Background: an optimization exercise with open tools, aiming at small area. Do not read the settings as production practice. Function was checked by simulation only, so behaviour that the tests miss may differ from the original. Power figures rest on the tool's default switching activity, not on a simulated workload.

==> inputs of garnet <==
==> flow/design.v (excerpt) <==
module pc_decim (
    input  wire         clk,
    input  wire         rst,
    input  wire         cfg_we,
    input  wire [1:0]   cfg_ch,
    input  wire [31:0]  cfg_data,
    input  wire         mod_tick,
    input  wire [3:0]   mod_bits,
    output wire [3:0]   pc_valid,
    output wire [3:0]   pc_settled,
    output wire [127:0] pc_word
);
==> flow/config.mk <==
export PLATFORM = sky130hd
export DESIGN_NAME = pc_decim
export DESIGN_NICKNAME = pc_decim
export VERILOG_FILES = /design/flow/design.v
export SDC_FILE = /design/flow/constraint.sdc
export NUM_CORES = 4
export LEC_CHECK = 0
export ABC_AREA = 1
export CAP_MARGIN = 20
export CORE_MARGIN = 2
export CORE_UTILIZATION = 50
export GPL_TIMING_DRIVEN = 0
export PLACE_DENSITY = 0.65
export SLEW_MARGIN = 20
==> flow/constraint.sdc <==
create_clock -name core_clock -period 25.0 [get_ports {clk}]
set_input_delay 5.0000 -clock core_clock [delete_from_list [all_inputs] [get_ports {clk}]]
set_output_delay 5.0000 -clock core_clock [all_outputs]
set_load 0.01 [all_outputs]
standard.sh (not shown) runs the stock make flow with config.mk's settings and CLKGATE_MAP_FILE= SYNTH_SCRIPT=/design/flow/synth_recipe.tcl, a recipe that flattens the netlist after the stock synthesis.
==> flow/flow/run.sh <==
#!/bin/bash
# The standard layout (standard.sh), with these changes to how it is made:
#  - after the standard synthesis (bash standard.sh synth, unchanged), the
#    full adders' polarities are chosen again to need fewer inverters
#    (fapol.py), and the combinational logic between the flip-flops and
#    full adders is mapped again for area with ABC (remap.tcl, remap.abc);
#    the flip-flops keep their cells and names;
#  - clock tree synthesis adds no dummy loads and puts up to 16 flip-flops
#    within 70 um under each clkbuf_8 leaf buffer;
#  - every input and output port still gets its own buffer, a buf_1.
# Logs: make's output in synth.log and layout.log, fapol.py's in fapol.log,
# yosys's in remap.log; each ORFS step's log is under orfs/logs/.
set -euo pipefail
here=$(pwd)
res=$here/orfs/results/$FLOW_PLATFORM/pc_decim/base
bash standard.sh synth > synth.log 2>&1
cp $res/1_2_yosys.v $here/standard_1_2_yosys.v
python3 flow/fapol.py $here/standard_1_2_yosys.v $here/fapol.v > fapol.log 2>&1
export REMAP_LIB=$FLOW_HOME/platforms/sky130hd/lib/sky130_fd_sc_hd__tt_025C_1v80.lib
export REMAP_IN=$here/fapol.v
export REMAP_OUT=$here/remap.v
export REMAP_SCRIPT=$here/flow/remap.abc
export REMAP_KEEP="$(grep -oE 'sky130_fd_sc_hd__(df|edf|sdf|fa_|dl|conb)[a-z0-9_]*' $here/standard_1_2_yosys.v | sort -u | tr '\n' ' ')"
export REMAP_DONT_USE="$(make -s -C $FLOW_HOME DESIGN_CONFIG=$here/config.mk print-DONT_USE_CELLS 2>/dev/null | sed 's/^DONT_USE_CELLS: *//')"
yosys -c flow/remap.tcl > remap.log 2>&1
grep -q "sky130_fd_sc_hd__" remap.v
cp remap.v $res/1_2_yosys.v
rm -f $res/1_synth.odb $res/1_synth.sdc
export CTS_ARGS="-sink_clustering_enable -repair_clock_nets -dont_use_dummy_load -sink_clustering_size 14 -sink_clustering_max_diameter 60 -buf_list {sky130_fd_sc_hd__clkbuf_4 sky130_fd_sc_hd__clkbuf_8}"
export REMOVE_ABC_BUFFERS=1
export BUFFER_PORTS_ARGS="-buffer_cell sky130_fd_sc_hd__buf_1"
bash standard.sh > layout.log 2>&1
==> flow/flow/remap.tcl <==
# Re-map the combinational logic of the standard synthesis's netlist for area.
# Flip-flops and full adders (the cells REMAP_KEEP names) stay as they are,
# under their names; every other cell is read as its function and mapped again.
set lib $::env(REMAP_LIB)
yosys read_liberty -ignore_miss_func -ignore_miss_dir -ignore_miss_data_latch $lib
yosys read_verilog $::env(REMAP_IN)
yosys hierarchy -top $::env(FLOW_TOP)
set keep {}
foreach c [split $::env(REMAP_KEEP) " "] {
  if {$c ne ""} { lappend keep $c }
}
yosys setattr -mod -set keep_hierarchy 1 {*}$keep
yosys flatten
yosys opt_clean -purge
yosys stat -liberty $lib
set dont {}
foreach c [split $::env(REMAP_DONT_USE) " "] {
  if {$c ne ""} { lappend dont -dont_use $c }
}
yosys abc -liberty $lib {*}$dont -script $::env(REMAP_SCRIPT)
yosys setundef -zero
yosys splitnets
yosys opt_clean -purge
yosys hilomap -singleton -hicell sky130_fd_sc_hd__conb_1 HI -locell sky130_fd_sc_hd__conb_1 LO
yosys insbuf -buf sky130_fd_sc_hd__buf_4 A X
yosys opt_clean -purge
yosys stat -liberty $lib
yosys select $::env(FLOW_TOP)
yosys write_verilog -noattr -noexpr -nohex -nodec -selected $::env(REMAP_OUT)
Other scripts of this flow, unchanged in this note and not shown: flow/flow/fapol.py, flow/flow/remap.abc
==> willow (differences from garnet) <==
--- a/flow/design.v
+++ b/flow/design.v
@@ -86,17 +86,17 @@
     output wire [7:0]  sd,          
     output reg         zero,        
     output wire        lastbit,     
     output wire        cls,         
     output reg         m_align,     
     output reg         m_ofs,       
     output reg  [1:0]  order,
     output reg  [5:0]  s,           
-    output wire [2:0]  nsamp        
+    output reg  [2:0]  nsamp        
 );
     reg        en;
     reg [3:0]  l2osr;
     wire [1:0] new_order = cfg_data[26:25];
     wire [3:0] new_l2osr = cfg_data[24:21];
     wire       restart   = cfg_we && cfg_ok && cfg_data[31] &&
                            (!en || (new_order != order) || (new_l2osr != l2osr));
     always @(posedge clk) begin
@@ -107,83 +107,85 @@
         if (cfg_we && cfg_ok) begin
             m_align <= cfg_data[30] & cfg_data[29];
             m_ofs   <= cfg_data[30] & cfg_data[28];
             order  <= new_order;
             l2osr  <= new_l2osr;
             s      <= new_s;
         end
     end
+    reg  [11:0] phase;
+    wire [11:0] pmask = ~(12'hfff << l2osr);
+    wire        wlast = &(phase | ~pmask);
     wire        tick  = mod_tick && en && !restart;
-    reg v0, b0, v1, b1, clrp;
+    always @(posedge clk) begin
+        if (restart) begin
+            phase <= 12'd0;
+            nsamp <= 3'd0;
+        end else if (tick) begin
+            phase <= wlast ? 12'd0 : phase + 12'd1;
+            if (wlast && nsamp != 3'd6)
+                nsamp <= nsamp + 3'd1;
+        end
+    end
+    reg v0, b0, k0, v1, b1, k1, clrp;
     reg a1, x1, c1, a2, x2, c2, clr, dump;
-    wire n_a1 = v0 | tick;
-    wire n_a2 = v0 & (v1 | tick);
-    reg  [63:0] g1, g2, g3, g4, dd, nc1, nc2, nc3, nc4;
-    wire        fresh = clrp | restart;         
-    wire [11:0] phase = fresh ? 12'd0 : {g4[7:5], g3[7:5], g2[7:5], g1[7:5]};
-    wire [2:0]  ns    = fresh ? 3'd0  : dd[7:5];
-    wire [11:0] pmask = ~(12'hfff << l2osr);
-    wire        w0    = &(phase | ~pmask);                    
-    wire        w1    = &(phase | ~pmask | 12'd1) & !phase[0];  
-    wire        n_c1  = n_a1 & w0;
-    wire        n_c2  = n_a2 & w1;
-    wire [11:0] n_ph  = n_c1 ? {11'd0, n_a2} :
-                        n_c2 ? 12'd0 : phase + {10'd0, n_a2, n_a1 & !n_a2};
-    wire [2:0]  n_ns  = ((n_c1 | n_c2) && ns != 3'd6) ? ns + 3'd1 : ns;
-    assign nsamp = dd[7:5];
     always @(posedge clk) begin
         if (rst) begin
             v0   <= 1'b0;
             v1   <= 1'b0;
             clrp <= 1'b0;
             a1   <= 1'b0;
             a2   <= 1'b0;
             c1   <= 1'b0;
             c2   <= 1'b0;
             clr  <= 1'b0;
         end else if (dig == 3'd7) begin
-            a1   <= n_a1;
+            a1   <= v0 | tick;
             x1   <= v0 ? b0 : mod_bit;
-            c1   <= n_c1;
-            a2   <= n_a2;
+            c1   <= v0 ? k0 : (tick & wlast);
+            a2   <= v0 & (v1 | tick);
             x2   <= v1 ? b1 : mod_bit;
-            c2   <= n_c2;
-            clr  <= fresh;
+            c2   <= v0 & (v1 ? k1 : (tick & wlast));
+            clr  <= clrp | restart;
             dump <= c2;
             v0   <= 1'b0;
             v1   <= 1'b0;
             clrp <= 1'b0;
         end else begin
             if (tick) begin
                 if (!v0) begin
                     v0 <= 1'b1;
                     b0 <= mod_bit;
+                    k0 <= wlast;
                 end else begin
                     v1 <= 1'b1;
                     b1 <= mod_bit;
+                    k1 <= wlast;
                 end
             end
             if (restart)
                 clrp <= 1'b1;
         end
     end
     assign cls     = c1 | c2;
     assign lastbit = c1 ? x1 : x2;
+    reg [63:0] g1, g2, g3, g4, dd, nc1, nc2, nc3, nc4;
     wire        o3 = (order == 2'd0);
     wire        o4 = (order != 2'd2);
     wire        z3 = clr || o3;
     wire        z4 = clr || o4;
     wire [7:0]  o_g1 = clr ? 8'd0 : g1[7:0];
     wire [7:0]  o_g2 = clr ? 8'd0 : g2[7:0];
     wire [7:0]  o_g3 = z3  ? 8'd0 : g3[7:0];
     wire [7:0]  o_g4 = z4  ? 8'd0 : g4[7:0];
     wire [7:0]  o_dd = (clr || dump) ? 8'd0 : dd[7:0];
+    wire [7:0]  m_c3 = o3 ? 8'hff : nc3[7:0];
+    wire [7:0]  m_c4 = o4 ? 8'hff : nc4[7:0];
     wire        d0  = (dig == 3'd0);
-    wire        d7  = (dig == 3'd7);
     wire        eqd = (dig == s[5:3]);
     wire        gtd = (dig > s[5:3]);
     reg  [7:0]  one, ge;
     integer l;
     always @* begin
         for (l = 0; l < 8; l = l + 1) begin
             one[l] = eqd && (l == s[2:0]);
             ge[l]  = gtd || (eqd && (l >= s[2:0]));
@@ -205,32 +207,30 @@
     pc_decim_add u_b2 (.a(ga2),               .b(a2 ? gb1 : 8'd0),  .ci(ci[6]), .s(gb2), .co(co[6]));
     pc_decim_add u_b3 (.a(o3 ? 8'd0 : ga3),   .b(a2 ? gb2 : 8'd0),  .ci(ci[7]), .s(gb3), .co(co[7]));
     pc_decim_add u_b4 (.a(o4 ? 8'd0 : ga4),   .b(a2 ? gb3 : 8'd0),  .ci(ci[8]), .s(gb4), .co(co[8]));
     pc_decim_add u_bd (.a(c1 ? 8'd0 : da),    .b(a2 ? gb4 : 8'd0),  .ci(ci[9]), .s(db),  .co(co[9]));
     wire [7:0]  dsum = c1 ? da : db;
     wire [7:0]  y1, y2, y3, y4;
     pc_decim_add u_y1 (.a(dsum), .b(nc1[7:0]), .ci(ci[10]), .s(y1), .co(co[10]));
     pc_decim_add u_y2 (.a(y1),   .b(nc2[7:0]), .ci(ci[11]), .s(y2), .co(co[11]));
-    pc_decim_add u_y3 (.a(y2),   .b(nc3[7:0]), .ci(ci[12]), .s(y3), .co(co[12]));
-    pc_decim_add u_y4 (.a(y3),   .b(nc4[7:0]), .ci(ci[13]), .s(y4), .co(co[13]));
+    pc_decim_add u_y3 (.a(y2),   .b(m_c3),     .ci(ci[12]), .s(y3), .co(co[12]));
+    pc_decim_add u_y4 (.a(y3),   .b(m_c4),     .ci(ci[13]), .s(y4), .co(co[13]));
     assign sd = y4;
-    wire        cls3 = cls && !o3;
-    wire        cls4 = cls && !o4;
-    wire [7:0]  w_c1 = cls  ? ~dsum : (nc1[7:0] | {8{clr}});
-    wire [7:0]  w_c2 = cls  ? ~y1   : (nc2[7:0] | {8{clr}});
-    wire [7:0]  w_c3 = cls3 ? ~y2   : (nc3[7:0] | {8{clr}});
-    wire [7:0]  w_c4 = cls4 ? ~y3   : (nc4[7:0] | {8{clr}});
+    wire [7:0]  w_c1 = cls ? ~dsum : (nc1[7:0] | {8{clr}});
+    wire [7:0]  w_c2 = cls ? ~y1   : (nc2[7:0] | {8{clr}});
+    wire [7:0]  w_c3 = cls ? ~y2   : (nc3[7:0] | {8{clr}});
+    wire [7:0]  w_c4 = cls ? ~y3   : (nc4[7:0] | {8{clr}});
     always @(posedge clk) begin
         cy  <= co;
-        g1  <= {d7 ? n_ph[2:0]  : gb1[7:5], gb1[4:0], g1[63:8]};
-        g2  <= {d7 ? n_ph[5:3]  : gb2[7:5], gb2[4:0], g2[63:8]};
-        g3  <= {d7 ? n_ph[8:6]  : gb3[7:5], gb3[4:0], g3[63:8]};
-        g4  <= {d7 ? n_ph[11:9] : gb4[7:5], gb4[4:0], g4[63:8]};
-        dd  <= {d7 ? n_ns       : db[7:5],  db[4:0],  dd[63:8]};
+        g1  <= {gb1, g1[63:8]};
+        g2  <= {gb2, g2[63:8]};
+        g3  <= {gb3, g3[63:8]};
+        g4  <= {gb4, g4[63:8]};
+        dd  <= {db,  dd[63:8]};
         nc1 <= {w_c1, nc1[63:8]};
         nc2 <= {w_c2, nc2[63:8]};
         nc3 <= {w_c3, nc3[63:8]};
         nc4 <= {w_c4, nc4[63:8]};
         if (dig <= 3'd4)
             zero <= (d0 | zero) & ((dig == 3'd4) ? (sd[4:0] == 5'd0) : (sd == 8'd0));
     end
 endmodule
==> flow/flow/run.sh (replaced) <==
#!/bin/bash
# The standard layout (standard.sh), with these changes to how it is made:
#  - after the standard synthesis (bash standard.sh synth, unchanged), the
#    full adders' polarities are chosen again to need fewer inverters
#    (fapol.py), and the combinational logic between the flip-flops and
#    adders is mapped again for area with ABC (remap.tcl, remap.abc); the
#    flip-flops keep their cells and names;
#  - clock tree synthesis adds no dummy loads and puts up to 18 flip-flops
#    within 80 um under each clkbuf_8 leaf buffer;
#  - every input and output port still gets its own buffer, a buf_1.
# Logs: make's output in synth.log and layout.log, fapol.py's in fapol.log,
# yosys's in remap.log; each ORFS step's log is under orfs/logs/.
set -euo pipefail
here=$(pwd)
res=$here/orfs/results/$FLOW_PLATFORM/pc_decim/base
bash standard.sh synth > synth.log 2>&1
cp $res/1_2_yosys.v $here/standard_1_2_yosys.v
python3 flow/fapol.py $here/standard_1_2_yosys.v $here/fapol.v > fapol.log 2>&1
export REMAP_LIB=$FLOW_HOME/platforms/sky130hd/lib/sky130_fd_sc_hd__tt_025C_1v80.lib
export REMAP_IN=$here/fapol.v
export REMAP_OUT=$here/remap.v
export REMAP_SCRIPT=$here/flow/remap.abc
export REMAP_KEEP="$(grep -oE 'sky130_fd_sc_hd__(df|edf|sdf|fa_|ha_|dl|conb)[a-z0-9_]*' $here/standard_1_2_yosys.v | sort -u | tr '\n' ' ')"
export REMAP_DONT_USE="$(make -s -C $FLOW_HOME DESIGN_CONFIG=$here/config.mk print-DONT_USE_CELLS 2>/dev/null | sed 's/^DONT_USE_CELLS: *//')"
yosys -c flow/remap.tcl > remap.log 2>&1
grep -q "sky130_fd_sc_hd__" remap.v
cp remap.v $res/1_2_yosys.v
rm -f $res/1_synth.odb $res/1_synth.sdc
export CTS_ARGS="-sink_clustering_enable -repair_clock_nets -dont_use_dummy_load -sink_clustering_size 18 -sink_clustering_max_diameter 80 -buf_list {sky130_fd_sc_hd__clkbuf_8}"
export BUFFER_PORTS_ARGS="-buffer_cell sky130_fd_sc_hd__buf_1"
bash standard.sh > layout.log 2>&1
--- a/flow/flow/remap.tcl
+++ b/flow/flow/remap.tcl
@@ -1,11 +1,11 @@
 # Re-map the combinational logic of the standard synthesis's netlist for area.
-# Flip-flops and full adders (the cells REMAP_KEEP names) stay as they are,
-# under their names; every other cell is read as its function and mapped again.
+# Flip-flops, full adders and half adders stay as the cells they are, under
+# their names; every other cell is read as its function and mapped again.
 set lib $::env(REMAP_LIB)
 yosys read_liberty -ignore_miss_func -ignore_miss_dir -ignore_miss_data_latch $lib
 yosys read_verilog $::env(REMAP_IN)
 yosys hierarchy -top $::env(FLOW_TOP)
 set keep {}
 foreach c [split $::env(REMAP_KEEP) " "] {
   if {$c ne ""} { lappend keep $c }
 }
==> flow/config.mk (replaced) <==
export PLATFORM = sky130hd
export DESIGN_NAME = pc_decim
export DESIGN_NICKNAME = pc_decim
export VERILOG_FILES = /design/flow/design.v
export SDC_FILE = /design/flow/constraint.sdc
export NUM_CORES = 4
export LEC_CHECK = 0
export ABC_AREA = 1
export CAP_MARGIN = 20
export CORE_MARGIN = 2
export CORE_UTILIZATION = 50
export PLACE_DENSITY = 0.65
export SLEW_MARGIN = 20
==> fjord (differences from garnet) <==
--- a/flow/design.v
+++ b/flow/design.v
@@ -172,16 +172,18 @@
     wire        o4 = (order != 2'd2);
     wire        z3 = clr || o3;
     wire        z4 = clr || o4;
     wire [7:0]  o_g1 = clr ? 8'd0 : g1[7:0];
     wire [7:0]  o_g2 = clr ? 8'd0 : g2[7:0];
     wire [7:0]  o_g3 = z3  ? 8'd0 : g3[7:0];
     wire [7:0]  o_g4 = z4  ? 8'd0 : g4[7:0];
     wire [7:0]  o_dd = (clr || dump) ? 8'd0 : dd[7:0];
+    wire [7:0]  m_c3 = o3 ? 8'hff : nc3[7:0];
+    wire [7:0]  m_c4 = o4 ? 8'hff : nc4[7:0];
     wire        d0  = (dig == 3'd0);
     wire        d7  = (dig == 3'd7);
     wire        eqd = (dig == s[5:3]);
     wire        gtd = (dig > s[5:3]);
     reg  [7:0]  one, ge;
     integer l;
     always @* begin
         for (l = 0; l < 8; l = l + 1) begin
@@ -205,25 +207,23 @@
     pc_decim_add u_b2 (.a(ga2),               .b(a2 ? gb1 : 8'd0),  .ci(ci[6]), .s(gb2), .co(co[6]));
     pc_decim_add u_b3 (.a(o3 ? 8'd0 : ga3),   .b(a2 ? gb2 : 8'd0),  .ci(ci[7]), .s(gb3), .co(co[7]));
     pc_decim_add u_b4 (.a(o4 ? 8'd0 : ga4),   .b(a2 ? gb3 : 8'd0),  .ci(ci[8]), .s(gb4), .co(co[8]));
     pc_decim_add u_bd (.a(c1 ? 8'd0 : da),    .b(a2 ? gb4 : 8'd0),  .ci(ci[9]), .s(db),  .co(co[9]));
     wire [7:0]  dsum = c1 ? da : db;
     wire [7:0]  y1, y2, y3, y4;
     pc_decim_add u_y1 (.a(dsum), .b(nc1[7:0]), .ci(ci[10]), .s(y1), .co(co[10]));
     pc_decim_add u_y2 (.a(y1),   .b(nc2[7:0]), .ci(ci[11]), .s(y2), .co(co[11]));
-    pc_decim_add u_y3 (.a(y2),   .b(nc3[7:0]), .ci(ci[12]), .s(y3), .co(co[12]));
-    pc_decim_add u_y4 (.a(y3),   .b(nc4[7:0]), .ci(ci[13]), .s(y4), .co(co[13]));
+    pc_decim_add u_y3 (.a(y2),   .b(m_c3),     .ci(ci[12]), .s(y3), .co(co[12]));
+    pc_decim_add u_y4 (.a(y3),   .b(m_c4),     .ci(ci[13]), .s(y4), .co(co[13]));
     assign sd = y4;
-    wire        cls3 = cls && !o3;
-    wire        cls4 = cls && !o4;
-    wire [7:0]  w_c1 = cls  ? ~dsum : (nc1[7:0] | {8{clr}});
-    wire [7:0]  w_c2 = cls  ? ~y1   : (nc2[7:0] | {8{clr}});
-    wire [7:0]  w_c3 = cls3 ? ~y2   : (nc3[7:0] | {8{clr}});
-    wire [7:0]  w_c4 = cls4 ? ~y3   : (nc4[7:0] | {8{clr}});
+    wire [7:0]  w_c1 = cls ? ~dsum : (nc1[7:0] | {8{clr}});
+    wire [7:0]  w_c2 = cls ? ~y1   : (nc2[7:0] | {8{clr}});
+    wire [7:0]  w_c3 = cls ? ~y2   : (nc3[7:0] | {8{clr}});
+    wire [7:0]  w_c4 = cls ? ~y3   : (nc4[7:0] | {8{clr}});
     always @(posedge clk) begin
         cy  <= co;
         g1  <= {d7 ? n_ph[2:0]  : gb1[7:5], gb1[4:0], g1[63:8]};
         g2  <= {d7 ? n_ph[5:3]  : gb2[7:5], gb2[4:0], g2[63:8]};
         g3  <= {d7 ? n_ph[8:6]  : gb3[7:5], gb3[4:0], g3[63:8]};
         g4  <= {d7 ? n_ph[11:9] : gb4[7:5], gb4[4:0], g4[63:8]};
         dd  <= {d7 ? n_ns       : db[7:5],  db[4:0],  dd[63:8]};
         nc1 <= {w_c1, nc1[63:8]};
==> flow/flow/run.sh (replaced) <==
#!/bin/bash
# The standard layout (standard.sh), with these changes to how it is made:
#  - after the standard synthesis (bash standard.sh synth, unchanged), the
#    full adders' polarities are chosen again to need fewer inverters
#    (fapol.py), and the combinational logic between the flip-flops and
#    full adders is mapped again for area with ABC (remap.tcl, remap.abc);
#    the flip-flops keep their cells and names;
#  - clock tree synthesis adds no dummy loads and puts up to 18 flip-flops
#    within 80 um under each clkbuf_8 leaf buffer;
#  - every input and output port still gets its own buffer, a buf_1.
# Logs: make's output in synth.log and layout.log, fapol.py's in fapol.log,
# yosys's in remap.log; each ORFS step's log is under orfs/logs/.
set -euo pipefail
here=$(pwd)
res=$here/orfs/results/$FLOW_PLATFORM/pc_decim/base
bash standard.sh synth > synth.log 2>&1
cp $res/1_2_yosys.v $here/standard_1_2_yosys.v
python3 flow/fapol.py $here/standard_1_2_yosys.v $here/fapol.v > fapol.log 2>&1
export REMAP_LIB=$FLOW_HOME/platforms/sky130hd/lib/sky130_fd_sc_hd__tt_025C_1v80.lib
export REMAP_IN=$here/fapol.v
export REMAP_OUT=$here/remap.v
export REMAP_SCRIPT=$here/flow/remap.abc
export REMAP_KEEP="$(grep -oE 'sky130_fd_sc_hd__(df|edf|sdf|fa_|dl|conb)[a-z0-9_]*' $here/standard_1_2_yosys.v | sort -u | tr '\n' ' ')"
export REMAP_DONT_USE="$(make -s -C $FLOW_HOME DESIGN_CONFIG=$here/config.mk print-DONT_USE_CELLS 2>/dev/null | sed 's/^DONT_USE_CELLS: *//')"
yosys -c flow/remap.tcl > remap.log 2>&1
grep -q "sky130_fd_sc_hd__" remap.v
cp remap.v $res/1_2_yosys.v
rm -f $res/1_synth.odb $res/1_synth.sdc
export CTS_ARGS="-sink_clustering_enable -repair_clock_nets -dont_use_dummy_load -sink_clustering_size 16 -sink_clustering_max_diameter 70 -buf_list {sky130_fd_sc_hd__clkbuf_8}"
export BUFFER_PORTS_ARGS="-buffer_cell sky130_fd_sc_hd__buf_1"
bash standard.sh > layout.log 2>&1
==> results.txt <==
                                                                    fjord          willow          garnet
Status                                                       finished clean  finished clean  finished clean
Initial antenna violation count                                          10              17               8
Clock slew at reported path FFs                                      100 ps          110 ps           80 ps
Power drawn by the combinational cells                           0.000735 W      0.000759 W      0.000430 W
Area of the die                                                150200 sq um    152500 sq um    149500 sq um
Relative slew slack                                                  22.85%          32.14%          20.75%
Netlist Area Pre-Place                                          73570 sq um     74710 sq um     73190 sq um
Reg2reg start                                                         ph[1]           ph[1]           ph[2]
Area added between synthesis and finish                              7.868%          6.652%          7.418%
Violation count after the first detailed-route iteration               2561            2253            2668
GR met1 Demand/Resource                                              27.06%          25.36%          26.40%
Number of iterations in the first detailed-routing pass                   6               8               9
Starting Density                                                     50.42%          50.47%          50.28%
Relative area of non-clock buffer cells in the final design          1.963%          1.250%          1.026%
Sequential cell area                                            51100 sq um     52530 sq um     51100 sq um
M2 GR Usage                                                          28.03%          25.83%          27.83%
Worst-skew pair later-pin latency                                    940 ps          880 ps          970 ps
Via-to-Cell Ratio                                                     4.906           4.858           4.971
P_clk                                                             0.00176 W       0.00172 W       0.00188 W
Buffer count excluding the clock tree in the final layout               273             210             171
Number of fillers in the final layout                                 12150           12320           12080
Endpoint of the worst setup timing path                         pc_word[50]      pc_word[0]     pc_word[85]
Number of non-clock inverters in the layout                             214             218             220
Least setup slack across all paths after layout                     1729 ps         3018 ps         2447 ps
Worst reg2reg setup slack                                           9860 ps        10310 ps        10100 ps
Worst path bufs/invs                                                      6               3               4

## port drivers added, routing unchanged
In the flow no input, the clock included, has a driving cell. The finished layouts below were timed again as built, in two steps. Step 1: set_driving_cell puts a clkbuf_16 on clk and a buf_2 on each other input, an assumption about the parent block. Step 2 moves the port delays by t, midway between the first and last clock arrival at a register: inputs arrive t later, outputs are due t later. That takes back most of the time a late clock gives input paths. a / b / c = no drivers / after step 1 / after step 2; a / b = the first two.
run | t (ns) | slack for setup (ns) | latest minus earliest clock arrival (ns)
garnet | 0.967 | 2.447 / 2.373 / 3.340 | 0.151 / 0.151
willow | 0.915 | 3.018 / 2.944 / 3.859 | 0.106 / 0.106
fjord | 0.944 | 1.729 / 1.656 / 2.600 | 0.140 / 0.140
After both steps every run listed still meets setup and hold.
